Context: an optimization exercise on an open-source flow, tuned for small area, a short achievable clock period and few clock cycles. The choices shown serve that exercise and are no tape-out recipe. Function was checked by simulation only, so behaviour that the tests miss may differ from the original. Power is estimated from default activity; no workload was simulated.

### flow/run.sh
#!/bin/bash
# synth_recipe.tcl (not shown) runs the flow's synth.tcl, then flattens the netlist and writes it again
# the make line also repeats each setting of config.mk as NAME=value (left out here)
make -C /OpenROAD-flow-scripts/flow DESIGN_CONFIG=/design/flow/config.mk WORK_HOME=/design/flow/orfs CLKGATE_MAP_FILE= SYNTH_SCRIPT=/design/flow/synth_recipe.tcl finish
### flow/config.mk
export PLATFORM = sky130hd
export DESIGN_NAME = paltein_core
export DESIGN_NICKNAME = paltein_core
export VERILOG_FILES = /design/flow/design.v
export SDC_FILE = /design/flow/constraint.sdc
export NUM_CORES = 4
export LEC_CHECK = 0
export CAP_MARGIN = 40
export CORE_MARGIN = 2
export CORE_UTILIZATION = 55
export SLEW_MARGIN = 40
### flow/constraint.sdc
create_clock -name core_clock -period 22.0 [get_ports {clk}]
set_input_delay 4.4000 -clock core_clock [delete_from_list [all_inputs] [get_ports {clk}]]
set_output_delay 4.4000 -clock core_clock [all_outputs]
set_load 0.01 [all_outputs]
### flow/design.v
module paltein_core (
    input  wire        clk,
    input  wire        rst,           
    input  wire        start,
    input  wire [13:0] start_pc,
    input  wire [31:0] bound,
    input  wire [31:0] evt_time,
    input  wire [2:0]  port_idx,
    output wire        ready,
    output reg         done,
    output reg  [3:0]  fault,
    output reg  [14:0] end_pc,
    output reg  [31:0] steps,
    output wire        imem_en,
    output wire [13:0] imem_addr,
    input  wire [31:0] imem_rdata,
    output reg         dmem_en,
    output reg         dmem_we,
    output reg  [31:0] dmem_addr,
    output reg  [3:0]  dmem_be,
    output reg  [31:0] dmem_wdata,
    input  wire [31:0] dmem_rdata
);
    localparam [14:0] CODE_WORDS = 15'd12288;
    localparam [14:0] NO_ADDR    = 15'h7FFF;
    localparam [3:0] F_NONE     = 4'd0;
    localparam [3:0] F_ILLEGAL  = 4'd1;
    localparam [3:0] F_MISALIGN = 4'd2;
    localparam [3:0] F_BADADDR  = 4'd3;
    localparam [3:0] F_WPROT    = 4'd4;
    localparam [3:0] F_STACK    = 4'd5;
    localparam [3:0] F_OVERSTEP = 4'd6;
    localparam [3:0] E_RUN  = 4'd0;    
    localparam [3:0] E_LD1  = 4'd1;    
    localparam [3:0] E_LD2  = 4'd2;    
    localparam [3:0] E_MUL  = 4'd3;    
    localparam [3:0] E_MULW = 4'd4;    
    localparam [3:0] E_DIV1 = 4'd5;    
    localparam [3:0] E_DIV2 = 4'd6;    
    localparam [3:0] E_DIVW = 4'd7;    
    localparam [3:0] E_LEND = 4'd8;    
    localparam [3:0] E_BPOP = 4'd9;    
    localparam [3:0] E_RPOP = 4'd10;   
    localparam [3:0] E_TF1  = 4'd11;   
    localparam [3:0] E_TF2  = 4'd12;
    localparam [5:0] OP_ADD   = 6'h01, OP_SUB   = 6'h02, OP_AND   = 6'h03,
                     OP_OR    = 6'h04, OP_XOR   = 6'h05, OP_SHL   = 6'h06,
                     OP_SHR   = 6'h07, OP_SAR   = 6'h08, OP_SLT   = 6'h09,
                     OP_SLTU  = 6'h0A, OP_MIN   = 6'h0B, OP_MAX   = 6'h0C,
                     OP_MINU  = 6'h0D, OP_MAXU  = 6'h0E, OP_ADDSU = 6'h0F,
                     OP_SUBSU = 6'h10, OP_MUL   = 6'h11, OP_MULH  = 6'h12,
                     OP_MULHU = 6'h13, OP_DIV   = 6'h14, OP_DIVU  = 6'h15,
                     OP_REM   = 6'h16, OP_REMU  = 6'h17, OP_ADDI  = 6'h18,
                     OP_ANDI  = 6'h19, OP_ORI   = 6'h1A, OP_XORI  = 6'h1B,
                     OP_SHLI  = 6'h1C, OP_SHRI  = 6'h1D, OP_SARI  = 6'h1E,
                     OP_LUI   = 6'h1F, OP_SLTI  = 6'h20, OP_SLTIU = 6'h21,
                     OP_MULI  = 6'h22, OP_LDW   = 6'h23, OP_LDH   = 6'h24,
                     OP_LDHS  = 6'h25, OP_LDB   = 6'h26, OP_LDBS  = 6'h27,
                     OP_STW   = 6'h28, OP_STH   = 6'h29, OP_STB   = 6'h2A,
                     OP_EXT   = 6'h2B, OP_EXTS  = 6'h2C, OP_INS   = 6'h2D,
                     OP_BR    = 6'h2E, OP_LOOP  = 6'h2F, OP_CALL  = 6'h30,
                     OP_RET   = 6'h31, OP_END   = 6'h32, OP_TEVT  = 6'h36;
    reg        run;
    reg [3:0]  es;
    reg [31:0] left;                  
    reg [3:0]  pend;                  
    reg [31:0] evt_time_r;
    reg [2:0]  port_r;
    reg [14:0] lpc;                   
    reg [14:0] tgt;                   
    reg [3:0]  tf_ret;                
    reg [31:0] rf [1:15];             
    reg [15:1] gv;                    
    reg [14:0] fa;                    
    reg [14:0] da;                    
    reg        dv;
    reg [14:0] exp;                   
    reg        q0v, q1v;
    reg [14:0] q0a, q1a;
    reg [31:0] q0w, q1w;
    reg [13:0] rs_ret [0:7];
    reg [5:0]  rs_fb  [0:7];
    reg [3:0]  rsp;
    reg [5:0]  fbase;                 
    reg [13:0] ls_start [0:30];
    reg [9:0]  ls_rem   [0:30];
    reg [5:0]  lsp;
    reg [13:0] t_start;               
    reg [9:0]  t_rem;
    reg [13:0] t_end;
    reg [3:0]  t_reg;
    reg        t_ok;                  
    reg [13:0] c1_end, c2_end;        
    reg [3:0]  c1_reg, c2_reg;        
    reg        c1_ok, c2_ok;
    reg [33:0] x0;                    
    reg [32:0] x1;                    
    reg [31:0] x2;                    
    reg        xs;                    
    reg [2:0]  xn;                    
    reg [4:0]  xc;                    
    reg        xhi;                   
    reg        xqn, xrn;              
    reg [3:0]  xd;                    
    reg [2:0]  ld_op;
    reg [1:0]  ld_lane;
    assign ready     = !run;
    assign imem_en   = run;
    assign imem_addr = fa[13:0];
    function [21:0] pdec;
        input [31:0] w;
        reg [5:0] o;
        reg [13:0] sub;
        reg ill, ld, st, gdr, cm;
        reg [3:0] c;
        reg [5:0] top;
        begin
            o   = w[31:26];
            sub = w[13:0];
            top = {1'b0, sub[9:5]} + {1'b0, sub[4:0]};
            ld  = (o >= OP_LDW) && (o <= OP_LDBS);
            st  = (o >= OP_STW) && (o <= OP_STB);
            gdr = st || (o == OP_INS) || (o == OP_LOOP);
            ill = 1'b0;
            c   = 4'd1;
            case (o)
                OP_ADD, OP_SUB, OP_AND, OP_OR, OP_XOR, OP_SHL, OP_SHR, OP_SAR,
                OP_SLT, OP_SLTU, OP_MIN, OP_MAX, OP_MINU, OP_MAXU, OP_ADDSU,
                OP_SUBSU: ill = (sub != 14'd0);
                OP_MUL, OP_MULH, OP_MULHU: begin
                    ill = (sub != 14'd0);
                    c   = 4'd2;
                end
                OP_DIV, OP_DIVU, OP_REM, OP_REMU: begin
                    ill = (sub != 14'd0);
                    c   = 4'd12;
                end
                OP_ADDI, OP_ANDI, OP_ORI, OP_XORI, OP_SLTI, OP_SLTIU: ;
                OP_SHLI, OP_SHRI, OP_SARI: ill = (w[17:5] != 13'd0);
                OP_LUI:  ill = (w[21:18] != 4'd0);
                OP_MULI: c = 4'd2;
                OP_LDW, OP_LDH, OP_LDHS, OP_LDB, OP_LDBS,
                OP_STW, OP_STH, OP_STB: c = 4'd2;
                OP_EXT, OP_EXTS, OP_INS:
                    ill = (sub[13:10] != 4'd0) || (w[17:14] != 4'd0) || top[5];
                OP_BR:
                    ill = (w[25:22] > 4'h8) || (sub == 14'd0) ||
                          (w[25:22] == 4'h0 && (w[21:18] != 4'd0 || w[17:14] != 4'd0));
                OP_LOOP:
                    ill = (w[25:22] == 4'd0) || (w[21:12] == 10'd0) || (w[11:0] == 12'd0);
                OP_CALL: begin
                    ill = (w[25:22] != 4'd0) || (w[21:18] != 4'd0);
                    c   = 4'd3;
                end
                OP_RET: begin
                    ill = (w[25:0] != 26'd0);
                    c   = 4'd3;
                end
                OP_END:  ill = (w[25:0] != 26'd0);
                OP_TEVT: ill = (w[21:18] != 4'd0) || (w[17:14] != 4'd0) || (sub != 14'd0);
                default: ill = 1'b1;
            endcase
            cm = (o >= OP_MUL && o <= OP_MULHU) || o == OP_MULI;
            pdec = {ill, c, gdr ? w[25:22] : w[17:14],
                    (o == OP_ANDI || o == OP_ORI || o == OP_XORI || o == OP_SLTIU),
                    (o >= OP_ADDI) && (o <= OP_STB),
                    !(o == OP_ADD || o == OP_ADDI || o == OP_ADDSU || ld || st),
                    !(cm || (o >= OP_DIV && o <= OP_REMU) || ld || st || o == OP_BR ||
                      o == OP_LOOP || o == OP_CALL || o == OP_RET || o == OP_END),
                    cm, (o >= OP_DIV && o <= OP_REMU), ld, st, o == OP_BR, o == OP_LOOP,
                    o == OP_CALL, o == OP_RET, o == OP_END};
        end
    endfunction
    reg [21:0] q0d;
    wire        illegal   = q0d[21];
    wire [3:0]  cost_s    = q0d[20:17];
    wire [3:0]  rb        = q0d[16:13];
    wire        sel_z     = q0d[12];
    wire        sel_s     = q0d[11];
    wire        do_sub    = q0d[10];
    wire        is_alu    = q0d[9];
    wire        is_mul    = q0d[8];
    wire        is_div    = q0d[7];
    wire        is_load   = q0d[6];
    wire        is_store  = q0d[5];
    wire        is_br     = q0d[4];
    wire        is_loop   = q0d[3];
    wire        is_call   = q0d[2];
    wire        is_ret    = q0d[1];
    wire        is_end    = q0d[0];
    wire        is_mem    = is_load || is_store;
    wire [31:0] ir    = q0w;
    wire [14:0] pc    = q0a;
    wire [5:0]  op    = ir[31:26];
    wire [3:0]  fd    = ir[25:22];
    wire [3:0]  fa_f  = ir[21:18];
    wire [3:0]  fb    = ir[17:14];
    wire [13:0] fsub  = ir[13:0];
    wire [17:0] imm18 = ir[17:0];
    wire [31:0] imm_s = {{14{imm18[17]}}, imm18};
    wire [31:0] imm_z = {14'd0, imm18};
    wire [31:0] ga = (fa_f != 4'd0 && gv[fa_f]) ? rf[fa_f] : 32'd0;
    wire [31:0] r2 = (rb   != 4'd0 && gv[rb])   ? rf[rb]   : 32'd0;
    wire [31:0] gb = r2;
    wire [31:0] gd = r2;
    wire [31:0] opb = sel_z ? imm_z : sel_s ? imm_s : gb;
    wire [4:0]  shamt = opb[4:0];
    wire [32:0] as_y = {1'b0, ga} + {1'b0, opb ^ {32{do_sub}}} + {32'd0, do_sub};
    wire        lt_u = !as_y[32];
    wire        lt_s = (ga[31] ^ opb[31]) ? ga[31] : as_y[31];
    wire [4:0]  f_pos  = fsub[9:5];
    wire [4:0]  f_wm1  = fsub[4:0];
    wire [5:0]  f_top  = {1'b0, f_pos} + {1'b0, f_wm1};
    reg  [31:0] f_mask, f_fmask;
    integer k;
    always @(*) begin
        for (k = 0; k < 32; k = k + 1) begin
            f_mask[k]  = (k[4:0] <= f_wm1);
            f_fmask[k] = (k[4:0] >= f_pos) && (k[5:0] <= f_top);
        end
    end
    wire        sh_ext  = (op == OP_EXT) || (op == OP_EXTS);
    wire        sh_ins  = (op == OP_INS);
    wire [4:0]  rsh_amt = sh_ext ? f_pos : shamt;
    wire        rsh_ar  = (op == OP_SAR) || (op == OP_SARI);
    wire [63:0] rsh_in  = {{32{rsh_ar & ga[31]}}, ga};
    wire [63:0] rsh_o   = rsh_in >> rsh_amt;
    wire [31:0] rsh_y   = rsh_o[31:0];
    wire [4:0]  lsh_amt = sh_ins ? f_pos : shamt;
    wire [31:0] lsh_y   = ga << lsh_amt;
    wire [31:0] f_ext  = rsh_y & f_mask;
    wire        f_sign = ga[f_top[4:0]];
    wire [31:0] f_exts = f_ext | ((f_sign) ? ~f_mask : 32'd0);
    wire [31:0] f_ins  = (gd & ~f_fmask) | (lsh_y & f_fmask);
    wire [9:0]  lp_max   = ir[21:12];
    wire [11:0] lp_len   = ir[11:0];
    wire        lp_zero  = (gd == 32'd0);
    wire [9:0]  lp_count = (gd[31:10] == 22'd0 && gd[9:0] < lp_max) ? gd[9:0] : lp_max;
    reg [31:0] alu_y;
    always @(*) begin
        case (op)
            OP_ADD, OP_ADDI,
            OP_SUB:            alu_y = as_y[31:0];
            OP_AND, OP_ANDI:   alu_y = ga & opb;
            OP_OR,  OP_ORI:    alu_y = ga | opb;
            OP_XOR, OP_XORI:   alu_y = ga ^ opb;
            OP_SHL, OP_SHLI:   alu_y = lsh_y;
            OP_SHR, OP_SHRI,
            OP_SAR, OP_SARI:   alu_y = rsh_y;
            OP_SLT, OP_SLTI:   alu_y = {31'd0, lt_s};
            OP_SLTU, OP_SLTIU: alu_y = {31'd0, lt_u};
            OP_MIN:            alu_y = lt_s ? ga : opb;
            OP_MAX:            alu_y = lt_s ? opb : ga;
            OP_MINU:           alu_y = lt_u ? ga : opb;
            OP_MAXU:           alu_y = lt_u ? opb : ga;
            OP_ADDSU:          alu_y = as_y[32] ? 32'hFFFF_FFFF : as_y[31:0];
            OP_SUBSU:          alu_y = lt_u ? 32'd0 : as_y[31:0];
            OP_LUI:            alu_y = {imm18, 14'd0};
            OP_EXT:            alu_y = f_ext;
            OP_EXTS:           alu_y = f_exts;
            OP_INS:            alu_y = f_ins;
            OP_TEVT:           alu_y = evt_time_r;
            OP_LOOP:           alu_y = {22'd0, lp_count};
            default:           alu_y = 32'd0;
        endcase
    end
    wire [3:0] cond = fd;
    wire       eq_ab = (ga == gb);
    reg br_take;
    always @(*) begin
        case (cond)
            4'h0:    br_take = 1'b1;
            4'h1:    br_take = eq_ab;
            4'h2:    br_take = !eq_ab;
            4'h3:    br_take = lt_s;
            4'h4:    br_take = !lt_s;
            4'h5:    br_take = lt_u;
            4'h6:    br_take = !lt_u;
            4'h7:    br_take = ((ga & gb) != 32'd0);
            4'h8:    br_take = ((ga & gb) == 32'd0);
            default: br_take = 1'b0;
        endcase
    end
    wire [14:0] br_target = pc + {1'b0, fsub};
    wire is_word  = (op == OP_LDW) || (op == OP_STW);
    wire is_half  = (op == OP_LDH) || (op == OP_LDHS) || (op == OP_STH);
    wire [31:0] maddr = as_y[31:0];
    wire m_misalign = (is_word && maddr[1:0] != 2'b00) || (is_half && maddr[0]);
    wire r_ram    = (maddr[31:14] == 18'd0);
    wire r_evt    = (maddr[31:5]  == 27'h0002000);
    wire r_shared = (maddr[31:19] == 13'h0001);
    wire r_dev    = (maddr[31:16] == 16'h0010);
    wire m_mapped = r_ram | r_evt | r_shared | r_dev;
    wire own_shared = r_shared && (maddr[18:15] == {1'b0, port_r});
    wire own_dev    = r_dev && (maddr[15:10] == (6'd4 + {3'd0, port_r}));
    wire m_wprot  = is_store && !(r_ram || own_shared || own_dev);
    wire [3:0] m_be = is_word ? 4'b1111 :
                      is_half ? (maddr[1] ? 4'b1100 : 4'b0011) :
                      (4'b0001 << maddr[1:0]);
    wire [31:0] m_wdata = is_word ? gd :
                          is_half ? {2{gd[15:0]}} :
                          {4{gd[7:0]}};
    wire [3:0] cost = is_br ? (br_take ? 4'd2 : 4'd1) : is_loop ? (lp_zero ? 4'd3 : 4'd1) : cost_s;
    wire [31:0] left_e = left - {28'd0, pend};
    wire left_hi0  = (left_e[31:4] == 28'd0);
    wire lend_over = left_hi0 && (left_e[3:0] < 4'd2);
    wire        in_frame = (lsp > fbase);
    wire        in_frame2 = (lsp > fbase + 6'd1);
    wire [4:0]  lsp_m1   = lsp[4:0] - 5'd1;
    wire [4:0]  lsp_m2   = lsp[4:0] - 5'd2;
    wire [13:0] below_start = ls_start[lsp_m2];
    wire [9:0]  below_rem   = ls_rem[lsp_m2];
    function [14:0] pred;
        input [14:0] a;
        begin
            if (in_frame && t_ok && a == {1'b0, t_end} && t_rem > 10'd1)
                pred = {1'b0, t_start};
            else
                pred = a + 15'd1;
        end
    endfunction
    function [5:0] clz32;
        input [31:0] v;
        integer j;
        begin
            clz32 = 6'd32;
            for (j = 0; j < 32; j = j + 1)
                if (v[j]) clz32 = 6'd31 - j[5:0];
        end
    endfunction
    function [2:0] mchunks;
        input [32:0] v;
        begin
            if (v[31:8] == {24{v[32]}})       mchunks = 3'd1;
            else if (v[31:16] == {16{v[32]}}) mchunks = 3'd2;
            else if (v[31:24] == {8{v[32]}})  mchunks = 3'd3;
            else                              mchunks = 3'd4;
        end
    endfunction
    wire        m_signed = (op == OP_MULH);
    wire [32:0] m_a  = {m_signed & ga[31], ga};
    wire [32:0] m_b  = {m_signed & opb[31], opb};
    wire [2:0]  m_na = mchunks(m_a);
    wire [2:0]  m_nb = mchunks(m_b);
    wire        m_sw = (m_na < m_nb);
    wire        d_signed = (op == OP_DIV) || (op == OP_REM);
    wire [31:0] d_a = (d_signed & ga[31]) ? (32'd0 - ga) : ga;
    wire [31:0] d_b = (d_signed & gb[31]) ? (32'd0 - gb) : gb;
    wire [8:0]  mul_c9 = {(xc == 5'd1) ? xs : 1'b0, x2[7:0]};
    wire [41:0] mul_t  = $signed({{8{x0[33]}}, x0}) + $signed(x1) * $signed(mul_c9);
    wire [87:0] mul_v  = {{22{x0[33]}}, x0, x2};
    wire [5:0]  mul_off = {xhi, 5'd0} + 6'd32 - {xn, 3'd0};
    wire [31:0] mul_res = mul_v[mul_off +: 32];
    wire [5:0]  dclz_a = clz32(x0[31:0]);
    wire [5:0]  dclz_b = clz32(x1[31:0]);
    wire [4:0]  d_i0   = dclz_b[4:0] - dclz_a[4:0];
    wire        d_small = (x1[31:0] == 32'd0) || (x0[31:0] < x1[31:0]);
    wire [32:0] d_trial = {1'b0, x0[31:0]} - {1'b0, x1[31:0]};
    wire        d_ge    = !d_trial[32];
    wire [31:0] d_r1    = d_ge ? d_trial[31:0] : x0[31:0];
    wire [32:0] d_trial2 = {1'b0, d_r1} - {2'b0, x1[31:1]};
    wire        d_ge2   = !d_trial2[32];
    wire [31:0] d_r2    = d_ge2 ? d_trial2[31:0] : d_r1;
    wire [31:0] neg_x0  = 32'd0 - x0[31:0];
    wire [31:0] div_res = xhi ? (xqn ? 32'd0 - x2 : x2)
                              : (xrn ? neg_x0 : x0[31:0]);
    wire [31:0] div_res0 = xhi ? 32'd0 : (xrn ? neg_x0 : x0[31:0]);
    wire [31:0] ld_shft = dmem_rdata >> {ld_lane, 3'b000};
    wire [7:0]  ld_byte = ld_shft[7:0];
    wire [15:0] ld_half = ld_lane[1] ? dmem_rdata[31:16] : dmem_rdata[15:0];
    reg  [31:0] ld_val;
    always @(*) begin
        case (ld_op)
            3'd1:    ld_val = {16'd0, ld_half};
            3'd2:    ld_val = {{16{ld_half[15]}}, ld_half};
            3'd3:    ld_val = {24'd0, ld_byte};
            3'd4:    ld_val = {{24{ld_byte[7]}}, ld_byte};
            default: ld_val = dmem_rdata;
        endcase
    end
    wire l_0   = (left_e[3:0] == 4'd0);
    wire l_1   = (left_e[3:0] == 4'd1);
    wire l_lt3 = (left_e[3:0] < 4'd3);
    wire r_over = left_hi0 && (is_br   ? (l_0 || (l_1 && br_take)) :
                               is_loop ? (l_0 || (l_lt3 && lp_zero)) :
                                         (left_e[3:0] < cost_s));
    wire r_badpc = (pc >= CODE_WORDS);
    wire r_fmem  = is_mem && (m_misalign || !m_mapped || m_wprot);
    wire r_fstk  = (is_loop && !lp_zero && lsp == 6'd32) ||
                   (is_call && rsp == 4'd8) || (is_ret && rsp == 4'd0);
    wire r_fcall = is_call && ({1'b0, imm18} >= {4'd0, CODE_WORDS});
    wire r_fault = r_badpc || illegal || r_over || r_fmem || r_fstk || r_fcall;
    wire [3:0] r_fcode = r_badpc  ? F_BADADDR :
                         illegal  ? F_ILLEGAL :
                         r_over   ? F_OVERSTEP :
                         r_fmem   ? (m_misalign ? F_MISALIGN : !m_mapped ? F_BADADDR : F_WPROT) :
                         r_fstk   ? F_STACK : F_BADADDR;
    wire [14:0] cpc    = (es == E_RUN) ? pc : lpc;
    wire        at_end = in_frame && (!t_ok || {1'b0, t_end} == cpc);
    wire [14:0] nx_run  = q1v ? q1a : exp;
    wire [14:0] nx_oth  = q0v ? q0a : exp;
    wire [14:0] pc1     = pc + 15'd1;
    wire [14:0] lpc1    = lpc + 15'd1;
    wire        ok_pc1  = (pc1 == nx_run);
    wire        ok_br   = (br_target == nx_run);
    wire        ok_call = (imm18[14:0] == nx_run);
    wire        ok_lpc1 = (lpc1 == nx_oth);
    wire        ok_tst  = ({1'b0, t_start} == nx_oth);
    wire        ok_tgt  = (tgt == nx_oth);
    wire [14:0] ret_a      = {1'b0, rs_ret[rsp[2:0] - 3'd1]};
    wire [14:0] ret_m1     = ret_a - 15'd1;
    wire [5:0]  ret_fb     = rs_fb[rsp[2:0] - 3'd1];
    wire        ret_at_end = (lsp > ret_fb) && (!t_ok || {1'b0, t_end} == ret_m1);
    wire        ok_ret_run = (ret_a == nx_run);
    wire        ok_ret_oth = (ret_a == nx_oth);
    wire fl_ok    = t_ok && (!left_hi0 || left_e[3:0] >= 4'd4);
    wire fl_more  = in_frame2 && (!c1_ok || {1'b0, c1_end} == cpc);
    wire ok_tst_x = ({1'b0, t_start} == ((es == E_RUN) ? nx_run : nx_oth));
    wire [14:0] lp_last  = pc + {3'd0, lp_len};
    wire [14:0] lp_next  = pc + {3'd0, lp_len} + 15'd1;
    wire        ok_skip  = (lp_next == nx_run);
    wire ovl = (es == E_LD1) && q0v && ok_lpc1 && !at_end && (is_alu || is_store) &&
               (xd == 4'd0 || (fa_f != xd && rb != xd && fd != xd));
    reg        c_lw;                   
    reg        c_dec;                  
    reg        c_fin;                  
    reg        c_flt;                  
    reg [3:0]  c_fcode;
    reg [14:0] c_fpc;
    reg        c_go;                   
    reg        c_ok;                   
    reg [14:0] c_npc;
    reg        c_lend;                 
    reg [14:0] c_lpc;
    reg        c_wr;                   
    reg [3:0]  c_wreg;
    reg [31:0] c_wdata;
    reg [3:0]  c_cost;                 
    reg [3:0]  c_es;                   
    reg        c_push, c_pop;
    reg        c_tf;                   
    reg        c_mem;                  
    always @(*) begin
        c_fin   = 1'b0;
        c_flt   = 1'b0;
        c_fcode = r_fcode;
        c_fpc   = pc;
        c_go    = 1'b0;
        c_ok    = ok_lpc1;
        c_npc   = lpc1;
        c_lend  = 1'b0;
        c_lpc   = cpc;
        c_wr    = 1'b0;
        c_wreg  = fd;
        c_wdata = alu_y;
        c_cost  = 4'd0;
        c_es    = es;
        c_push  = 1'b0;
        c_pop   = 1'b0;
        c_tf    = 1'b0;
        c_mem   = 1'b0;
        c_lw    = 1'b0;
        c_dec   = 1'b0;
        case (es)
        E_RUN: if (q0v) begin
            c_fin  = r_fault || is_end;
            c_flt  = r_fault;
            c_cost = cost;
            c_npc  = pc1;
            c_ok   = ok_pc1;
            if (is_mul)
                c_es = E_MUL;
            else if (is_div)
                c_es = E_DIV1;
            else if (is_mem) begin
                c_mem = 1'b1;
                if (is_load)
                    c_es = E_LD1;
                else begin
            if (!at_end) c_go = 1'b1; 
            else if (!fl_ok) c_lend = 1'b1; 
            else begin 
                c_lw = 1'b1; 
                if (t_rem > 10'd1) begin 
                    c_go  = 1'b1; 
                    c_npc = {1'b0, t_start}; 
                    c_ok  = ok_tst_x; 
                    c_dec = 1'b1; 
                end else begin 
                    c_pop = 1'b1; 
                    if (fl_more) c_lend = 1'b1; else c_go = 1'b1; 
                end 
            end
                end
            end else if (is_br) begin
                if (br_take) begin
                    if (in_frame && (!t_ok || {1'b0, t_end} < br_target))
                        c_es = E_BPOP;
                    else begin
                        c_go  = 1'b1;
                        c_npc = br_target;
                        c_ok  = ok_br;
                    end
                end else begin
            if (!at_end) c_go = 1'b1; 
            else if (!fl_ok) c_lend = 1'b1; 
            else begin 
                c_lw = 1'b1; 
                if (t_rem > 10'd1) begin 
                    c_go  = 1'b1; 
                    c_npc = {1'b0, t_start}; 
                    c_ok  = ok_tst_x; 
                    c_dec = 1'b1; 
                end else begin 
                    c_pop = 1'b1; 
                    if (fl_more) c_lend = 1'b1; else c_go = 1'b1; 
                end 
            end
                end
            end else if (is_loop) begin
                if (lp_zero) begin
                    if (in_frame && (!t_ok || {1'b0, t_end} == lp_last)) begin
                        c_lend = 1'b1;
                        c_lpc  = lp_last;
                    end else begin
                        c_go  = 1'b1;
                        c_npc = lp_next;
                        c_ok  = ok_skip;
                    end
                end else begin
                    c_wr   = 1'b1;
                    c_push = 1'b1;
                    c_go   = 1'b1;
                end
            end else if (is_call) begin
                c_go  = 1'b1;
                c_npc = imm18[14:0];
                c_ok  = ok_call;
            end else if (is_ret) begin
                if (in_frame)
                    c_es = E_RPOP;
                else if (ret_at_end) begin
                    c_lend = 1'b1;
                    c_lpc  = ret_m1;
                end else begin
                    c_go  = 1'b1;
                    c_npc = ret_a;
                    c_ok  = ok_ret_run;
                end
            end
            else if (is_alu) begin
                c_wr = 1'b1;
            if (!at_end) c_go = 1'b1; 
            else if (!fl_ok) c_lend = 1'b1; 
            else begin 
                c_lw = 1'b1; 
                if (t_rem > 10'd1) begin 
                    c_go  = 1'b1; 
                    c_npc = {1'b0, t_start}; 
                    c_ok  = ok_tst_x; 
                    c_dec = 1'b1; 
                end else begin 
                    c_pop = 1'b1; 
                    if (fl_more) c_lend = 1'b1; else c_go = 1'b1; 
                end 
            end
            end
        end
        E_LD1: begin
            c_es = E_LD2;
            if (ovl) begin
                c_fin  = r_fault;
                c_flt  = r_fault;
                c_cost = cost;
                if (is_store)
                    c_mem = 1'b1;
                else
                    c_wr = 1'b1;
            end
        end
        E_LD2: begin
            c_wr    = 1'b1;
            c_wreg  = xd;
            c_wdata = ld_val;
            if (!at_end) c_go = 1'b1; 
            else if (!fl_ok) c_lend = 1'b1; 
            else begin 
                c_lw = 1'b1; 
                if (t_rem > 10'd1) begin 
                    c_go  = 1'b1; 
                    c_npc = {1'b0, t_start}; 
                    c_ok  = ok_tst_x; 
                    c_dec = 1'b1; 
                end else begin 
                    c_pop = 1'b1; 
                    if (fl_more) c_lend = 1'b1; else c_go = 1'b1; 
                end 
            end
        end
        E_MUL: if (xc == 5'd1) c_es = E_MULW;
        E_MULW: begin
            c_wr    = 1'b1;
            c_wreg  = xd;
            c_wdata = mul_res;
            if (!at_end) c_go = 1'b1; 
            else if (!fl_ok) c_lend = 1'b1; 
            else begin 
                c_lw = 1'b1; 
                if (t_rem > 10'd1) begin 
                    c_go  = 1'b1; 
                    c_npc = {1'b0, t_start}; 
                    c_ok  = ok_tst_x; 
                    c_dec = 1'b1; 
                end else begin 
                    c_pop = 1'b1; 
                    if (fl_more) c_lend = 1'b1; else c_go = 1'b1; 
                end 
            end
        end
        E_DIV1: begin
            if (d_small) begin
                c_wr    = 1'b1;
                c_wreg  = xd;
                c_wdata = div_res0;
            if (!at_end) c_go = 1'b1; 
            else if (!fl_ok) c_lend = 1'b1; 
            else begin 
                c_lw = 1'b1; 
                if (t_rem > 10'd1) begin 
                    c_go  = 1'b1; 
                    c_npc = {1'b0, t_start}; 
                    c_ok  = ok_tst_x; 
                    c_dec = 1'b1; 
                end else begin 
                    c_pop = 1'b1; 
                    if (fl_more) c_lend = 1'b1; else c_go = 1'b1; 
                end 
            end
            end else
                c_es = E_DIV2;
        end
        E_DIV2: if (xc <= 5'd1) c_es = E_DIVW;
        E_DIVW: begin
            c_wr    = 1'b1;
            c_wreg  = xd;
            c_wdata = div_res;
            if (!at_end) c_go = 1'b1; 
            else if (!fl_ok) c_lend = 1'b1; 
            else begin 
                c_lw = 1'b1; 
                if (t_rem > 10'd1) begin 
                    c_go  = 1'b1; 
                    c_npc = {1'b0, t_start}; 
                    c_ok  = ok_tst_x; 
                    c_dec = 1'b1; 
                end else begin 
                    c_pop = 1'b1; 
                    if (fl_more) c_lend = 1'b1; else c_go = 1'b1; 
                end 
            end
        end
        E_LEND: begin
            c_fpc   = lpc;
            c_fcode = F_OVERSTEP;
            if (in_frame && !t_ok)
                c_tf = 1'b1;
            else if (in_frame && {1'b0, t_end} == lpc) begin
                c_fin   = lend_over;
                c_flt   = lend_over;
                c_cost  = 4'd2;
                c_wr    = 1'b1;
                c_wreg  = t_reg;
                if (t_rem > 10'd1) begin
                    c_wdata = {22'd0, t_rem - 10'd1};
                    c_go    = 1'b1;
                    c_npc   = {1'b0, t_start};
                    c_ok    = ok_tst;
                end else begin
                    c_wdata = 32'd0;
                    c_pop   = 1'b1;
                    c_go    = !(in_frame2 && (!c1_ok || {1'b0, c1_end} == lpc));
                end
            end else
                c_go = 1'b1;
        end
        E_BPOP: begin
            if (in_frame && !t_ok)
                c_tf = 1'b1;
            else if (in_frame && {1'b0, t_end} < tgt)
                c_pop = 1'b1;
            else begin
                c_go  = 1'b1;
                c_npc = tgt;
                c_ok  = ok_tgt;
            end
        end
        E_RPOP: begin
            if (in_frame)
                c_pop = 1'b1;
            else if (ret_at_end) begin
                c_lend = 1'b1;
                c_lpc  = ret_m1;
            end else begin
                c_go  = 1'b1;
                c_npc = ret_a;
                c_ok  = ok_ret_oth;
            end
        end
        default: ;
        endcase
        if (c_lw)
            c_cost = c_cost + 4'd2;
    end
    wire redirect = c_go && !c_ok;
    wire flush    = redirect || c_tf;
    wire [31:0] nw = q1v ? q1w : imem_rdata;    
    wire consume = ((es == E_RUN) && q0v) || ovl;
    wire in_v    = dv && (da == exp);
    wire space   = consume || !q0v || !q1v;
    wire take_nf = in_v && space;
    wire take    = take_nf && !flush;
    wire [14:0] pred_da = pred(da);
    wire [14:0] pred_fa = pred(fa);
    wire        fa_eq_pda = (fa == pred_da);
    wire        fa_eq_exp = (fa == exp);
    wire [14:0] exp_nf = take_nf ? pred_da : exp;
    wire        fa_adv = take_nf ? fa_eq_pda : fa_eq_exp;
    wire [14:0] exp_n  = redirect ? c_npc : c_tf ? NO_ADDR : exp_nf;
    wire [14:0] fa_n   = redirect ? c_npc :
                         c_tf     ? {1'b0, t_start} - 15'd1 :
                         fa_adv   ? pred_fa : exp_nf;
    always @(posedge clk) begin
        if (rst) begin
            run     <= 1'b0;
            done    <= 1'b0;
            fault   <= F_NONE;
            end_pc  <= 15'd0;
            steps   <= 32'd0;
            dmem_en <= 1'b0;
            dmem_we <= 1'b0;
        end else begin
            done    <= 1'b0;
            dmem_en <= 1'b0;
            dmem_we <= 1'b0;
            if (!run) begin
                if (start) begin
                    run   <= 1'b1;
                    steps <= 32'd0;
                end
            end else begin
                if (c_fin) begin
                    run    <= 1'b0;
                    done   <= 1'b1;
                    fault  <= c_flt ? c_fcode : F_NONE;
                    end_pc <= c_fpc;
                end
                steps <= steps + {28'd0, pend} + {31'd0, c_fin && !c_flt};
                if (c_mem && !c_flt) begin
                    dmem_en <= 1'b1;
                    dmem_we <= is_store;
                end
            end
        end
    end
    always @(posedge clk) begin
        if (c_mem) begin
            dmem_addr  <= maddr;
            dmem_be    <= m_be;
            dmem_wdata <= m_wdata;
        end
    end
    always @(posedge clk) begin
        if (rst || !run) begin
            q0v <= 1'b0;
            q1v <= 1'b0;
            dv  <= 1'b0;
            es  <= E_RUN;
            if (!rst && start) begin
                fa         <= {1'b0, start_pc};
                exp        <= {1'b0, start_pc};
                left       <= bound;
                pend       <= 4'd0;
                evt_time_r <= evt_time;
                port_r     <= port_idx;
                gv         <= 15'd0;
                rsp        <= 4'd0;
                fbase      <= 6'd0;
                lsp        <= 6'd0;
                t_ok       <= 1'b0;
                c1_ok      <= 1'b0;
                c2_ok      <= 1'b0;
            end
        end else begin
            dv  <= 1'b1;
            da  <= fa;
            fa  <= fa_n;
            exp <= exp_n;
            if (consume || !q0v) begin
                q0a <= q1v ? q1a : da;
                q0w <= nw;
                q0d <= pdec(nw);
            end
            if (consume || !q0v || !q1v) begin
                q1a <= da;
                q1w <= imem_rdata;
            end
            if (flush) begin
                q0v <= 1'b0;
                q1v <= 1'b0;
            end else if (consume || !q0v) begin
                q0v <= q1v || take;
                q1v <= q1v && take;
            end else if (!q1v)
                q1v <= take;
            left <= left_e;
            pend <= c_cost;
            if (c_wr && c_wreg != 4'd0) begin
                rf[c_wreg] <= c_wdata;
                gv[c_wreg] <= 1'b1;
            end
            if (c_lw && t_reg != 4'd0) begin
                rf[t_reg] <= {22'd0, (t_rem > 10'd1) ? t_rem - 10'd1 : 10'd0};
                gv[t_reg] <= 1'b1;
            end
            if (c_go)
                es <= E_RUN;
            else if (c_lend) begin
                es  <= E_LEND;
                lpc <= c_lpc;
            end else if (c_tf) begin
                es     <= E_TF1;
                tf_ret <= es;
            end else if (es == E_TF1)
                es <= E_TF2;
            else if (es == E_TF2)
                es <= tf_ret;
            else
                es <= c_es;
            if (c_push) begin
                if (lsp != 6'd0) begin
                    ls_start[lsp_m1] <= t_start;
                    ls_rem[lsp_m1]   <= t_rem;
                end
                c1_end  <= t_end;
                c1_reg  <= t_reg;
                c1_ok   <= t_ok;
                c2_end  <= c1_end;
                c2_reg  <= c1_reg;
                c2_ok   <= c1_ok;
                t_start <= pc[13:0] + 14'd1;
                t_end   <= pc[13:0] + {2'd0, lp_len};
                t_reg   <= fd;
                t_rem   <= lp_count;
                t_ok    <= 1'b1;
                lsp     <= lsp + 6'd1;
            end else if (c_pop) begin
                t_start <= below_start;
                t_rem   <= below_rem;
                t_end   <= c1_end;
                t_reg   <= c1_reg;
                t_ok    <= c1_ok;
                c1_end  <= c2_end;
                c1_reg  <= c2_reg;
                c1_ok   <= c2_ok;
                c2_ok   <= 1'b0;
                lsp     <= lsp - 6'd1;
            end else if ((es == E_LEND && c_go && c_wr) || c_dec)
                t_rem <= t_rem - 10'd1;
            else if (es == E_TF2) begin
                t_end <= t_start - 14'd1 + {2'd0, imem_rdata[11:0]};
                t_reg <= imem_rdata[25:22];
                t_ok  <= 1'b1;
            end
            if (es == E_RUN && q0v && is_call) begin
                rs_ret[rsp[2:0]] <= pc[13:0] + 14'd1;
                rs_fb[rsp[2:0]]  <= fbase;
                rsp   <= rsp + 4'd1;
                fbase <= lsp;
            end
            if ((es == E_RPOP || (es == E_RUN && q0v && is_ret)) && !in_frame) begin
                rsp   <= rsp - 4'd1;
                fbase <= ret_fb;
            end
            if (es == E_RUN)
                tgt <= br_target;
            if (ovl)
                lpc <= pc;
            case (es)
            E_RUN: begin
                if (!c_lend)
                    lpc <= pc;
                xd  <= fd;
                if (is_load) begin
                    ld_lane <= maddr[1:0];
                    case (op)
                        OP_LDH:  ld_op <= 3'd1;
                        OP_LDHS: ld_op <= 3'd2;
                        OP_LDB:  ld_op <= 3'd3;
                        OP_LDBS: ld_op <= 3'd4;
                        default: ld_op <= 3'd0;
                    endcase
                end
                if (is_div) begin
                    x0  <= {2'd0, d_a};
                    x1  <= {1'b0, d_b};
                    x2  <= 32'd0;
                    xhi <= (op == OP_DIV) || (op == OP_DIVU);
                    xqn <= d_signed & (ga[31] ^ gb[31]);
                    xrn <= d_signed & ga[31];
                end else begin
                    x0  <= 34'd0;
                    x1  <= m_sw ? m_b : m_a;
                    x2  <= m_sw ? m_a[31:0] : m_b[31:0];
                    xs  <= m_sw ? m_a[32] : m_b[32];
                    xn  <= m_sw ? m_na : m_nb;
                    xc  <= {2'd0, m_sw ? m_na : m_nb};
                    xhi <= (op == OP_MULH) || (op == OP_MULHU);
                end
            end
            E_MUL: begin
                x0 <= mul_t[41:8];
                x2 <= {mul_t[7:0], x2[31:8]};
                xc <= xc - 5'd1;
            end
            E_DIV1: begin
                x1 <= {1'b0, x1[31:0] << d_i0};
                xc <= d_i0;
            end
            E_DIV2: begin
                if (xc == 5'd0) begin
                    x0 <= {2'd0, d_r1};
                    x2 <= {x2[30:0], d_ge};
                end else begin
                    x0 <= {2'd0, d_r2};
                    x2 <= {x2[29:0], d_ge, d_ge2};
                    x1 <= {3'b0, x1[31:2]};
                    xc <= xc - 5'd2;
                end
            end
            default: ;
            endcase
        end
    end
endmodule
==> results.ini, run 1 <==
[status]
status = did not finish
lastStage = 5_1_grt
error = [ERROR GRT-0232] Routing congestion too high. Check the congestion heatmap in the GUI.

[clocking]
htreeDepth = 4
clk_path_buf_depth = 4
cts_made_buffers = 216
post_cts_buffers = 0
hold_buffers = 0
cts_sinks = 2018
cts_resized = 0
clock_tree.root_cell = clkbuf_16

[die]
die_y_um = 508
ios = 286
fp-row-count = 185
start_util = 0.551
fp.dieW_um = 508

[grt]
antenna_found_initial = 187
grt_overflow = 10
grt_usage = 0.702
grt_max_degree = 149

[placed_design]
place_congestion = 1.18
post-place-ws_ns = 10.18
io_buffers = 284
dp_hpwl_um = 576000

[yosys]
syn_area_um2 = 140000
ys_seq_elements = 2018
synthArstFlopShare = 0
seq_area_frac_synth = 0.405
ys.flop_type = edfxtp_1
yosysWarnings = 1
syn-num-nets = 14600
synth_cells = 13700
synth_edf_count = 1619
syn_area_per_cell_um2 = 10.2
yosysUniqueCellTypes = 112

==> Yosys cell counts, drive strengths merged (56+ instances only) <==
cell    count  area [um2]
nand2b     80         500
edfxtp   1619       48600
and2      179        1120
or3        70         438
nor2     1114        4180
fa        287        5750
ha        467        5840
a21o      133         998
nand2    1497        5640
a31oi     130         826
xor2      221        1940
a21oi     911        4560
buf       218        1100
mux4      537       12100
xnor2     508        4450
o31ai     115         873
a211oi    234        1760
mux2i     499        4990
o22ai      98         613
a22oi      56         420
nor2b      59         369
nand4     107         669
o21a       88         661
and3      101         632
nor3      242        1210
mux2      113        1270
nand3     297        1490
o21ai     812        4090
inv       630        2360
nor4      124         776
o211ai    110         840
o221ai    131        1150
clkbuf    836        3140
dfxtp     399        7990
==> worst max path at each step <==
stage               slack, ns   endpoint
global placement        10.00  steps[30]
CTS                     10.08  steps[30]
floorplan               12.41  steps[30]
detailed placement      10.18  steps[30]
==> cells by family after synthesis <==
logic type,synth area share
and+or+nand+nor,0.131
AOI/OAI and AO/OA,0.155
DFF,0.405
buffers and inverters,0.0476
muxes,0.131
adders and majority gates,0.0830
xor gates and xnor gates,0.0472
other,0.0000268
==> power groups by stage <==
stage | Clock (mW) | Combinational (mW) | Sequential [mW]
floorplan | 0 | 1.89 | 4.25
global placement | 0 | 2.91 | 4.30
detailed placement | 0 | 3.03 | 4.30
CTS | 3.73 | 3.07 | 4.22
==> stage by stage <==
stage / area [um2] / std cells / hold slack [ns] / util
detailed placement: 149000 / 17000 / 0.438 / 0.589
CTS: 156000 / 17400 / 0.464 / 0.616
floorplan: 140000 / 13700 / 0.403 / -
global placement: 148000 / 17000 / 0.436 / 0.585
==> layer usage <==
| metal | global-route usage | overflow |
|---|---|---|
| met1 | 0.737 | 0 |
| met2 | 0.846 | 1 |
| met3 | 0.553 | 1 |
| met4 | 0.644 | 8 |
| met5 | 0.281 | 0 |
Testbench counts, summed over its fixed seeds: cycles 173,049.
==> run 2: changes to the inputs <==
--- a/flow/design.v
+++ b/flow/design.v
@@ -61,6 +61,7 @@
                      OP_BR    = 6'h2E, OP_LOOP  = 6'h2F, OP_CALL  = 6'h30,
                      OP_RET   = 6'h31, OP_END   = 6'h32, OP_TEVT  = 6'h36;
     reg        run;
+    reg        fin_q;                 
     reg [3:0]  es;
     reg [31:0] left;                  
     reg [3:0]  pend;                  
@@ -104,7 +105,7 @@
     reg [3:0]  xd;                    
     reg [2:0]  ld_op;
     reg [1:0]  ld_lane;
-    assign ready     = !run;
+    assign ready     = !run && !fin_q;
     assign imem_en   = run;
     assign imem_addr = fa[13:0];
     function [21:0] pdec;
@@ -199,8 +200,31 @@
     wire [17:0] imm18 = ir[17:0];
     wire [31:0] imm_s = {{14{imm18[17]}}, imm18};
     wire [31:0] imm_z = {14'd0, imm18};
-    wire [31:0] ga = (fa_f != 4'd0 && gv[fa_f]) ? rf[fa_f] : 32'd0;
-    wire [31:0] r2 = (rb   != 4'd0 && gv[rb])   ? rf[rb]   : 32'd0;
+    function [31:0] rf_rd;
+        input [3:0] a;
+        begin
+            case (a)
+                4'd1:  rf_rd = gv[1]  ? rf[1]  : 32'd0;
+                4'd2:  rf_rd = gv[2]  ? rf[2]  : 32'd0;
+                4'd3:  rf_rd = gv[3]  ? rf[3]  : 32'd0;
+                4'd4:  rf_rd = gv[4]  ? rf[4]  : 32'd0;
+                4'd5:  rf_rd = gv[5]  ? rf[5]  : 32'd0;
+                4'd6:  rf_rd = gv[6]  ? rf[6]  : 32'd0;
+                4'd7:  rf_rd = gv[7]  ? rf[7]  : 32'd0;
+                4'd8:  rf_rd = gv[8]  ? rf[8]  : 32'd0;
+                4'd9:  rf_rd = gv[9]  ? rf[9]  : 32'd0;
+                4'd10: rf_rd = gv[10] ? rf[10] : 32'd0;
+                4'd11: rf_rd = gv[11] ? rf[11] : 32'd0;
+                4'd12: rf_rd = gv[12] ? rf[12] : 32'd0;
+                4'd13: rf_rd = gv[13] ? rf[13] : 32'd0;
+                4'd14: rf_rd = gv[14] ? rf[14] : 32'd0;
+                4'd15: rf_rd = gv[15] ? rf[15] : 32'd0;
+                default: rf_rd = 32'd0;
+            endcase
+        end
+    endfunction
+    wire [31:0] ga = rf_rd(fa_f);
+    wire [31:0] r2 = rf_rd(rb);
     wire [31:0] gb = r2;
     wire [31:0] gd = r2;
     wire [31:0] opb = sel_z ? imm_z : sel_s ? imm_s : gb;
@@ -494,7 +518,13 @@
                 end
             end else if (is_br) begin
                 if (br_take) begin
-                    if (in_frame && (!t_ok || {1'b0, t_end} < br_target))
+                    if (in_frame && t_ok && {1'b0, t_end} < br_target &&
+                        !(in_frame2 && (!c1_ok || {1'b0, c1_end} < br_target))) begin
+                        c_pop = 1'b1;
+                        c_go  = 1'b1;
+                        c_npc = br_target;
+                        c_ok  = ok_br;
+                    end else if (in_frame && (!t_ok || {1'b0, t_end} < br_target))
                         c_es = E_BPOP;
                     else begin
                         c_go  = 1'b1;
@@ -723,8 +753,11 @@
     wire [14:0] pred_fa = pred(fa);
     wire        fa_eq_pda = (fa == pred_da);
     wire        fa_eq_exp = (fa == exp);
-    wire [14:0] exp_nf = take_nf ? pred_da : exp;
-    wire        fa_adv = take_nf ? fa_eq_pda : fa_eq_exp;
+    wire        in_call = (imem_rdata[31:26] == OP_CALL);
+    wire        in_ret  = (imem_rdata[31:26] == OP_RET) && (rsp != 4'd0);
+    wire [14:0] in_jt   = in_call ? imem_rdata[14:0] : ret_a;
+    wire [14:0] exp_nf = take_nf ? ((in_call || in_ret) ? in_jt : pred_da) : exp;
+    wire        fa_adv = take_nf ? (!(in_call || in_ret) && fa_eq_pda) : fa_eq_exp;
     wire [14:0] exp_n  = redirect ? c_npc : c_tf ? NO_ADDR : exp_nf;
     wire [14:0] fa_n   = redirect ? c_npc :
                          c_tf     ? {1'b0, t_start} - 15'd1 :
@@ -732,6 +765,7 @@
     always @(posedge clk) begin
         if (rst) begin
             run     <= 1'b0;
+            fin_q   <= 1'b0;
             done    <= 1'b0;
             fault   <= F_NONE;
             end_pc  <= 15'd0;
@@ -739,22 +773,25 @@
             dmem_en <= 1'b0;
             dmem_we <= 1'b0;
         end else begin
-            done    <= 1'b0;
+            done    <= fin_q;
+            fin_q   <= 1'b0;
             dmem_en <= 1'b0;
             dmem_we <= 1'b0;
-            if (!run) begin
+            if (ready) begin
                 if (start) begin
                     run   <= 1'b1;
                     steps <= 32'd0;
                 end
             end else begin
+                steps <= steps + {28'd0, pend};
+            end
+            if (run) begin
                 if (c_fin) begin
                     run    <= 1'b0;
-                    done   <= 1'b1;
+                    fin_q  <= 1'b1;
                     fault  <= c_flt ? c_fcode : F_NONE;
                     end_pc <= c_fpc;
                 end
-                steps <= steps + {28'd0, pend} + {31'd0, c_fin && !c_flt};
                 if (c_mem && !c_flt) begin
                     dmem_en <= 1'b1;
                     dmem_we <= is_store;
@@ -775,7 +812,7 @@
             q1v <= 1'b0;
             dv  <= 1'b0;
             es  <= E_RUN;
-            if (!rst && start) begin
+            if (!rst && start && ready) begin
                 fa         <= {1'b0, start_pc};
                 exp        <= {1'b0, start_pc};
                 left       <= bound;
@@ -813,7 +850,7 @@
             end else if (!q1v)
                 q1v <= take;
             left <= left_e;
-            pend <= c_cost;
+            pend <= c_flt ? 4'd0 : c_cost;
             if (c_wr && c_wreg != 4'd0) begin
                 rf[c_wreg] <= c_wdata;
                 gv[c_wreg] <= 1'b1;
--- a/flow/config.mk
+++ b/flow/config.mk
@@ -7,5 +7,5 @@
 export LEC_CHECK = 0
 export CAP_MARGIN = 40
 export CORE_MARGIN = 2
-export CORE_UTILIZATION = 55
+export CORE_UTILIZATION = 45
 export SLEW_MARGIN = 40
==> run 2 against run 1 <==
Synthesized cell count grew 3.7%. The run now finishes clean. Area after synthesis grew 0.28%.
==> results.ini, run 2 <==
[final_layout]
area.sequential_um2 = 56500
layout_commonest_cell = edfxtp_1
finalNetCount = 15300
fin_cells = 18700
fillCellCount = 28300
drive_gt1_frac = 0.134
final_cell_area_um2 = 159000
multi_input_comb_area_um2 = 78500
utilization = 0.514
mostFrequentLayoutCells = 1619 x edfxtp_1, 1340 x nand2_1, 1227 x nor2_1, 793 x o21ai_0, 744 x a21oi_1
largest_register_ffs = 480
reg_top3 = rf x480, ls_start x434, ls_rem x310
top_register = rf
syn_to_final_growth_pct = 13.5

[critical_path]
critical_path_peak_fanout = 31
cp.arrival_ns = 10.82
critPathKind = register to register
critical_path.startpoint = q0d[13]
reg2reg_from = q0d[13]
startpoint_type = register
rrSetupSlack_ns = 11.82
critPathRequiredTime_ns = 22.64
crit_path_end_kind = register

[grt]
antenna_found_initial = 83
grt_pass1_vias = 119000
met1_usage = 0.582
grt_usage = 0.448
use_met3 = 0.134
grt_pass1_wl_um = 991000
grt-busiest-layer = met2
use_met2 = 0.635
grt_overflow = 0
grt_max_degree = 131

[yosys]
synth.area.top_cells = edfxtp_1 35%, dfxtp_1 5.6%, mux4_2 5.3%, ha_1 4.3%, fa_1 4.1%
syn_area_per_cell_um2 = 9.83
ys_seq_elements = 2011
synth_cells = 14200
ys.flop_type = edfxtp_1
synth_top_area_frac = 0.347
syn_area_um2 = 140000
yosysUniqueCellTypes = 123
yosysWarnings = 1
yosysTopAreaCell = edfxtp_1
synthArstFlopShare = 0
synth_edf_count = 1619
synth_common_cells = 1619 x edfxtp_1, 1343 x nand2_1, 1313 x nor2_1
seq_area_frac_synth = 0.403
syn-num-nets = 15200
synth_most_common_cell = edfxtp_1

[sta]
clock_skew_ns = 0.136
min_period_ns = 10.18
hold_viol = 0
setup_violations = 0
setup_tns_ns = 0
maxSlewHeadroom = 0.229
period_share = 0.463
rsz0062_at_grt = false
fin_ws_ns = 11.82
final_max_slew_viol_count = 0
fin_hold_ws_ns = 0.467
fmax_ghz = 0.0983
worst_pin_slew_ns = 1.15

[clocking]
hold_buffers = 0
htreeDepth = 4
clk_path_buf_depth = 4
cts_made_buffers = 226
cts.clk_slew.worst_paths_ns = 0.06
post_cts_buffers = 0
cts_resized = 0
worstSkewPairLatency_ns = 1.02
clock_tree.root_cell = clkbuf_16
cts_sinks = 2011
cts_tree = built

[die]
die_y_um = 562
start_util = 0.453
ios = 286
fp.dieW_um = 562
fp-row-count = 204
die-area_um2 = 316000
core-area_um2 = 309000

[placed_design]
place_congestion = 1.12
dp_cells = 18300
dp_hpwl_um = 534000
post-place-ws_ns = 12.13
postPlaceCellArea_um2 = 151000
io_buffers = 284

[routing]
num_vias = 130000
drt-initial-drc-count = 22000
drtPass1Iterations = 10
remaining_drc_errors = 0
wl_per_cell_um = 39.0
antenna_left = 0
route.detailed.vias_per_inst = 6.93
totalWireLength_um = 730000

[power]
p_leak_nw = 55.4
irDropWorstVdd_mv = 0.0923
finalPower_mw = 10.7
powerDensity_nw_per_um2 = 67.0

[worst_hold_path]
min_from = c1_reg[3]
worstHoldPathType = register to register

[flow_run]
maxCapViolations = 0

[status]
status = finished clean

## run 2: cell types whose count changed after synthesis, sizes merged, moves of 97 or more
| cell | before | now |
|---|---|---|
| o22ai | 98 | 203 |
| a21oi | 911 | 767 |
| nor2 | 1114 | 1323 |
| a22oi | 56 | 303 |
| mux4 | 537 | 328 |
| nand2 | 1497 | 1343 |
| buf | 218 | 315 |
## run 2: routing by layer
metal,vias to the layer above,wire (um)
met4,42,65800
met2,9927,296000
met1,63800,276000
met3,2572,91900
met5,-,276
li1,53400,-
## run 2: report_power, final
group          switching [mW]  internal [mW]  leakage [nW]
clock                    1.75           2.35          3.78
sequential             0.0714           4.12          16.2
combinational            1.56          0.812          35.5
total                    3.38           7.28          55.4
## run 2: logic make-up (layout without fill, tap and decap cells)
kind of cell / count (synthesis) / in the layout / share of synthesized area
fa+ha+maj: 764 / 764 / 0.0835
xor+xnor: 753 / 753 / 0.0488
compound gates: 3645 / 3645 / 0.172
other cells: 1 / 37 / 0.0000268
mux: 855 / 855 / 0.0916
flops: 2011 / 2011 / 0.403
buf+inv: 1740 / 2052 / 0.0497
simple gates: 4479 / 4479 / 0.151
## run 2: final timing paths
path	to	cells after the start
worst min register to register	c2_reg[3]	0
worst max-delay path	rf[3][5]	27
worst max register to register	rf[3][5]	27
worst min-delay path	c2_reg[3]	0
## run 2: critical path, cell delays in order, from the launching register on
cell and delay, ns:
edfxtp_1 0.65, buf_6 0.25, or4b_1 0.82, nor2_2 0.65, buf_4 0.39, a22oi_1 0.13
and4_1 0.27, nand2_1 0.32, o21ai_0 0.25, inv_1 0.39, xnor2_1 0.13, ha_1 0.42
a21oi_1 0.39, nand2_1 0.09, nor2_1 0.12, a221oi_1 0.09, or4_1 0.60, and2_1 0.21
o2111ai_1 0.67, nand4_2 0.33, a2111oi_4 0.51, o31ai_2 0.17, a21oi_2 0.55, nand3_1 0.43
nor2_2 0.20, buf_4 0.53, or3_1 0.19, o21ai_0 0.08
## run 2: final cells by class
type	instances	share of cell area
Antenna cell	36	0.000567
Timing Repair Buffer	987	0.0533
Clock inverter	160	0.0127
Tap cell	4120	0.0324
Inverter	645	0.0153
Multi-Input combinational cell	10500	0.494
Sequential cell	2011	0.355
Clock buffer	260	0.0368
Testbench counts of run 2, summed over its fixed seeds: cycles 169,734.
==> run 3: changes to the inputs <==
--- a/flow/design.v
+++ b/flow/design.v
@@ -97,6 +97,7 @@
     reg [33:0] x0;                    
     reg [32:0] x1;                    
     reg [31:0] x2;                    
+    reg [33:0] x3;                    
     reg        xs;                    
     reg [2:0]  xn;                    
     reg [4:0]  xc;                    
@@ -223,8 +224,9 @@
             endcase
         end
     endfunction
-    wire [31:0] ga = rf_rd(fa_f);
-    wire [31:0] r2 = rf_rd(rb);
+    reg  [31:0] oa, ob;
+    wire [31:0] ga = oa;
+    wire [31:0] r2 = ob;
     wire [31:0] gb = r2;
     wire [31:0] gd = r2;
     wire [31:0] opb = sel_z ? imm_z : sel_s ? imm_s : gb;
@@ -381,10 +383,13 @@
     wire        d_small = (x1[31:0] == 32'd0) || (x0[31:0] < x1[31:0]);
     wire [32:0] d_trial = {1'b0, x0[31:0]} - {1'b0, x1[31:0]};
     wire        d_ge    = !d_trial[32];
+    wire [32:0] d_s1    = {1'b0, x0[31:0]} - {2'b0, x1[31:1]};
+    wire [33:0] d_s3    = {2'b0, x0[31:0]} - x3;
+    wire        d_ge2   = d_ge ? !d_s3[33] : !d_s1[32];
     wire [31:0] d_r1    = d_ge ? d_trial[31:0] : x0[31:0];
-    wire [32:0] d_trial2 = {1'b0, d_r1} - {2'b0, x1[31:1]};
-    wire        d_ge2   = !d_trial2[32];
-    wire [31:0] d_r2    = d_ge2 ? d_trial2[31:0] : d_r1;
+    wire [31:0] d_r2    = d_ge ? (d_ge2 ? d_s3[31:0] : d_trial[31:0])
+                               : (d_ge2 ? d_s1[31:0] : x0[31:0]);
+    wire [31:0] d_sh    = x1[31:0] << d_i0;
     wire [31:0] neg_x0  = 32'd0 - x0[31:0];
     wire [31:0] div_res = xhi ? (xqn ? 32'd0 - x2 : x2)
                               : (xrn ? neg_x0 : x0[31:0]);
@@ -445,6 +450,7 @@
     wire        ok_skip  = (lp_next == nx_run);
     wire ovl = (es == E_LD1) && q0v && ok_lpc1 && !at_end && (is_alu || is_store) &&
                (xd == 4'd0 || (fa_f != xd && rb != xd && fd != xd));
+    wire [31:0] lw_val = {22'd0, (t_rem > 10'd1) ? t_rem - 10'd1 : 10'd0};
     reg        c_lw;                   
     reg        c_dec;                  
     reg        c_fin;                  
@@ -744,6 +750,16 @@
     wire redirect = c_go && !c_ok;
     wire flush    = redirect || c_tf;
     wire [31:0] nw = q1v ? q1w : imem_rdata;    
+    wire [21:0] nd = pdec(nw);
+    wire        ld_q0 = consume || !q0v;
+    wire [3:0]  oa_reg = ld_q0 ? nw[21:18] : fa_f;
+    wire [3:0]  ob_reg = ld_q0 ? nd[16:13] : rb;
+    wire [31:0] oa_src = ld_q0 ? rf_rd(nw[21:18]) : oa;
+    wire [31:0] ob_src = ld_q0 ? rf_rd(nd[16:13]) : ob;
+    wire [31:0] oa_n = (c_lw && t_reg == oa_reg && oa_reg != 4'd0) ? lw_val :
+                       (c_wr && c_wreg == oa_reg && oa_reg != 4'd0) ? c_wdata : oa_src;
+    wire [31:0] ob_n = (c_lw && t_reg == ob_reg && ob_reg != 4'd0) ? lw_val :
+                       (c_wr && c_wreg == ob_reg && ob_reg != 4'd0) ? c_wdata : ob_src;
     wire consume = ((es == E_RUN) && q0v) || ovl;
     wire in_v    = dv && (da == exp);
     wire space   = consume || !q0v || !q1v;
@@ -835,7 +851,7 @@
             if (consume || !q0v) begin
                 q0a <= q1v ? q1a : da;
                 q0w <= nw;
-                q0d <= pdec(nw);
+                q0d <= nd;
             end
             if (consume || !q0v || !q1v) begin
                 q1a <= da;
@@ -849,6 +865,8 @@
                 q1v <= q1v && take;
             end else if (!q1v)
                 q1v <= take;
+            oa <= oa_n;
+            ob <= ob_n;
             left <= left_e;
             pend <= c_flt ? 4'd0 : c_cost;
             if (c_wr && c_wreg != 4'd0) begin
@@ -856,7 +874,7 @@
                 gv[c_wreg] <= 1'b1;
             end
             if (c_lw && t_reg != 4'd0) begin
-                rf[t_reg] <= {22'd0, (t_rem > 10'd1) ? t_rem - 10'd1 : 10'd0};
+                rf[t_reg] <= lw_val;
                 gv[t_reg] <= 1'b1;
             end
             if (c_go)
@@ -960,7 +978,8 @@
                 xc <= xc - 5'd1;
             end
             E_DIV1: begin
-                x1 <= {1'b0, x1[31:0] << d_i0};
+                x1 <= {1'b0, d_sh};
+                x3 <= {2'b0, d_sh} + {3'b0, d_sh[31:1]};
                 xc <= d_i0;
             end
             E_DIV2: begin
@@ -971,6 +990,7 @@
                     x0 <= {2'd0, d_r2};
                     x2 <= {x2[29:0], d_ge, d_ge2};
                     x1 <= {3'b0, x1[31:2]};
+                    x3 <= {2'b0, x3[33:2]};
                     xc <= xc - 5'd2;
                 end
             end
--- a/flow/config.mk
+++ b/flow/config.mk
@@ -7,5 +7,5 @@
 export LEC_CHECK = 0
 export CAP_MARGIN = 40
 export CORE_MARGIN = 2
-export CORE_UTILIZATION = 45
+export CORE_UTILIZATION = 35
 export SLEW_MARGIN = 40
==> run 3 against run 2 <==
Die area is 35% higher. Sequential power grew 5.5%. Via count rose by 6.5%. Non-clock buffer count rose by 80. Utilization fell by 11 points. Hold slack worse by 0.0024 ns. Flip-flop and latch count grew 97. Clock-buffer cell count rose by 37. Maximum frequency rose by 4.9%. Critical path depth grew 12. Clock power hardly changed. Critical path type unchanged.
==> results.ini, run 3 <==
[yosys]
synthArstFlopShare = 0
yosysTopAreaCell = edfxtp_1
syn-num-nets = 16400
synth_common_cells = 1716 x edfxtp_1, 1581 x nand2_1, 1188 x nor2_1
synth.area.top_cells = edfxtp_1 35%, dfxtp_1 5.3%, mux4_2 5.0%, ha_1 4.6%, nand2_1 4.0%
yosysUniqueCellTypes = 113
synth_cells = 15400
yosysWarnings = 1
ys_seq_elements = 2108
synth_edf_count = 1716
syn_area_um2 = 148000
syn_area_per_cell_um2 = 9.61
seq_area_frac_synth = 0.402
synth_top_area_frac = 0.349
ys.flop_type = edfxtp_1
synth_most_common_cell = edfxtp_1

[clocking]
post_cts_buffers = 0
cts_sinks = 2108
cts_tree = built
cts_made_buffers = 230
worstSkewPairLatency_ns = 1.03
hold_buffers = 0
clk_path_buf_depth = 4
cts.clk_slew.worst_paths_ns = 0.06
cts_resized = 0
clock_tree.root_cell = clkbuf_16
htreeDepth = 4

[grt]
antenna_found_initial = 78
grt_usage = 0.354
grt_overflow = 0
grt_pass1_vias = 128000
grt_pass1_wl_um = 1060000
grt_max_degree = 102

[critical_path]
cp.arrival_ns = 10.34
critical_path_peak_fanout = 44
startpoint_type = register
slowest_delay_ns = 0.68
critPathSlowestCell = o41ai_1
critPathRequiredTime_ns = 22.64
critPathKind = register to register
crit_path_end_kind = register

[placed_design]
place_congestion = 1.11
dp_cells = 20900
dp_hpwl_um = 564000
io_buffers = 284

[die]
ios = 286
fp.dieW_um = 654
die-area_um2 = 428000
core-area_um2 = 420000
die_y_um = 654
fp-row-count = 238
start_util = 0.352

[flow_run]
maxCapViolations = 0

[routing]
wl_per_cell_um = 36.6
drt-initial-drc-count = 22100
route.detailed.vias_per_inst = 6.46
remaining_drc_errors = 0
totalWireLength_um = 783000
num_vias = 138000
drtPass1Iterations = 7
antenna_left = 0

[power]
p_int_mw = 7.71
clockPowerShare = 0.361
p_leak_nw = 60.0
net-switching-power_mw = 3.76
powerDensity_nw_per_um2 = 67.8
p_comb_frac = 0.254
switching_share = 0.328
p_seq_frac = 0.385
irDropWorstVdd_mv = 0.0869

[sta]
clock_skew_ns = 0.125
period_share = 0.441
rsz0062_at_grt = false
min_period_ns = 9.70
fmax_ghz = 0.103
maxSlewHeadroom = 0.265
worst_pin_slew_ns = 1.09
final_max_slew_viol_count = 0
setup_violations = 0
hold_viol = 0
setup_tns_ns = 0

[final_layout]
top_register = rf
finalNetCount = 16500
drive_gt1_frac = 0.126
largest_register_ffs = 480
fin_cells = 21400
reg_top3 = rf x480, ls_start x434, ls_rem x310
layout_commonest_cell = edfxtp_1
mostFrequentLayoutCells = 1716 x edfxtp_1, 1575 x nand2_1, 1115 x nor2_1, 1053 x a21oi_1, 862 x o21ai_0
syn_to_final_growth_pct = 14.4

[status]
status = finished clean

[worst_hold_path]
worstHoldPathType = register to register

run 3: cell count changes after synthesis, sizes merged, moves of 65 or more:
cell	before	now
a21oi	767	1070
nor2	1323	1188
clkbuf	779	980
o22ai	203	96
buf	315	207
nand3	296	656
nand2	1343	1581
edfxtp	1619	1716
ha	477	542
run 3: through the flow:
stage | worst slack, ns | hold slack, ns | power (mW) | util | cell area [um2]
floorplan | 12.52 | 0.406 | 6.27 | - | 148000
global placement | 11.66 | 0.454 | 7.31 | 0.380 | 160000
detailed placement | 12.15 | 0.453 | 7.31 | 0.383 | 161000
CTS | 12.52 | 0.453 | 11.4 | 0.402 | 169000
global route | 11.75 | 0.462 | 11.8 | 0.402 | 169000
finish | 12.30 | 0.465 | 11.5 | 0.402 | 169000
run 3: critical path: cells and delay by family (launching register included):
kind	cells	cell delay, ns
AND/OR/NAND/NOR	7	1.50
buffers and inverters	3	0.76
adder cells (fa/ha/maj)	3	1.02
AO/OA/AOI/OAI	23	5.00
XOR/XNOR	3	0.44
flip-flops	1	0.65
run 3: metal layers:
metal	vias up	GRT usage	share of wire
li1	57300	-	-
met1	68400	0.464	0.39
met2	10000	0.508	0.41
met4	28	0.216	0.076
met5	-	0	0.00051
met3	2391	0.110	0.13
run 3: logic make-up (layout without fill, tap and decap cells):
kind of cell,Yosys count,after routing,synth area share
fa+ha+maj,833,833,0.0851
other cells,1,43,0.0000254
compound gates,3931,3931,0.171
xor+xnor,808,808,0.0492
simple gates,4971,4971,0.157
mux,860,860,0.0866
flops,2108,2108,0.402
buf+inv,1876,2186,0.0487
run 3: worst paths after layout:
| check | startpoint | to | slack (ns) | depth (start not counted) |
|---|---|---|---|---|
| setup / recovery | x1[2] | x3[30] | 12.30 | 39 |
| hold / removal | end_pc[7] | end_pc[7] | 0.46 | 1 |
| setup reg to reg | x1[2] | x3[30] | 12.30 | 39 |
| hold reg to reg | end_pc[7] | end_pc[7] | 0.46 | 1 |
run 3: final cells by class:
cell class              instances  area (um2)
flip-flops and latches       2108       59400
inverters                     689        2590
multi-input cells           11400       83000
fillers                     41300      251000
repair buffers               1067        9130
clock inverters               133        1590
diodes                         42         105
clock buffers                 297        6260
well taps                    5640        7060
run 3: power by group through the flow:
stage	clock network, mW	registers (mW)	logic [mW]
3_5_place_dp	0	4.50	2.81
3_3_place_gp	0	4.50	2.81
5_1_grt	4.31	4.41	3.12
4_1_cts	4.17	4.41	2.84
6_report	4.13	4.42	2.92
2_1_floorplan	0	4.46	1.81
Testbench counts of run 3, summed over its fixed seeds: cycles 169,734.

==> re-timing with driven ports <==
How much do the figures lean on ideal ports? The routed layouts below were timed once more, with nothing changed but the port constraints.
Step 1 (the two cells are an assumption about what drives the block):
set clk [get_ports {clk}]
set_driving_cell -lib_cell sky130_fd_sc_hd__clkbuf_16 $clk
set_driving_cell -lib_cell sky130_fd_sc_hd__buf_2 [delete_from_list [all_inputs] $clk]
Step 2 also shifts input and output timing later by t, the mid clock arrival at the registers, as if the neighbouring blocks saw the same clock.
Slacks: ideal / step 1 / step 2; pairs: ideal / step 1.
| run | shift t [ns] | slack for setup (ns) | hold slack, ns | clock arrival spread, ns | pins driven straight from the clock port |
|---|---|---|---|---|---|
| run 2 | 1.044 | 11.825 / 11.825 / 11.825 | 0.467 / 0.467 / 0.467 | 0.158 / 0.158 | 1 |
| run 3 | 1.087 | 12.302 / 12.302 / 12.026 | 0.465 / 0.465 / 0.465 | 0.150 / 0.150 | 1 |
After both steps setup and hold are still met in every run listed. The setup slack of run 3, which loses most, moves by 0.000 ns with the drivers and by -0.276 ns with both steps.
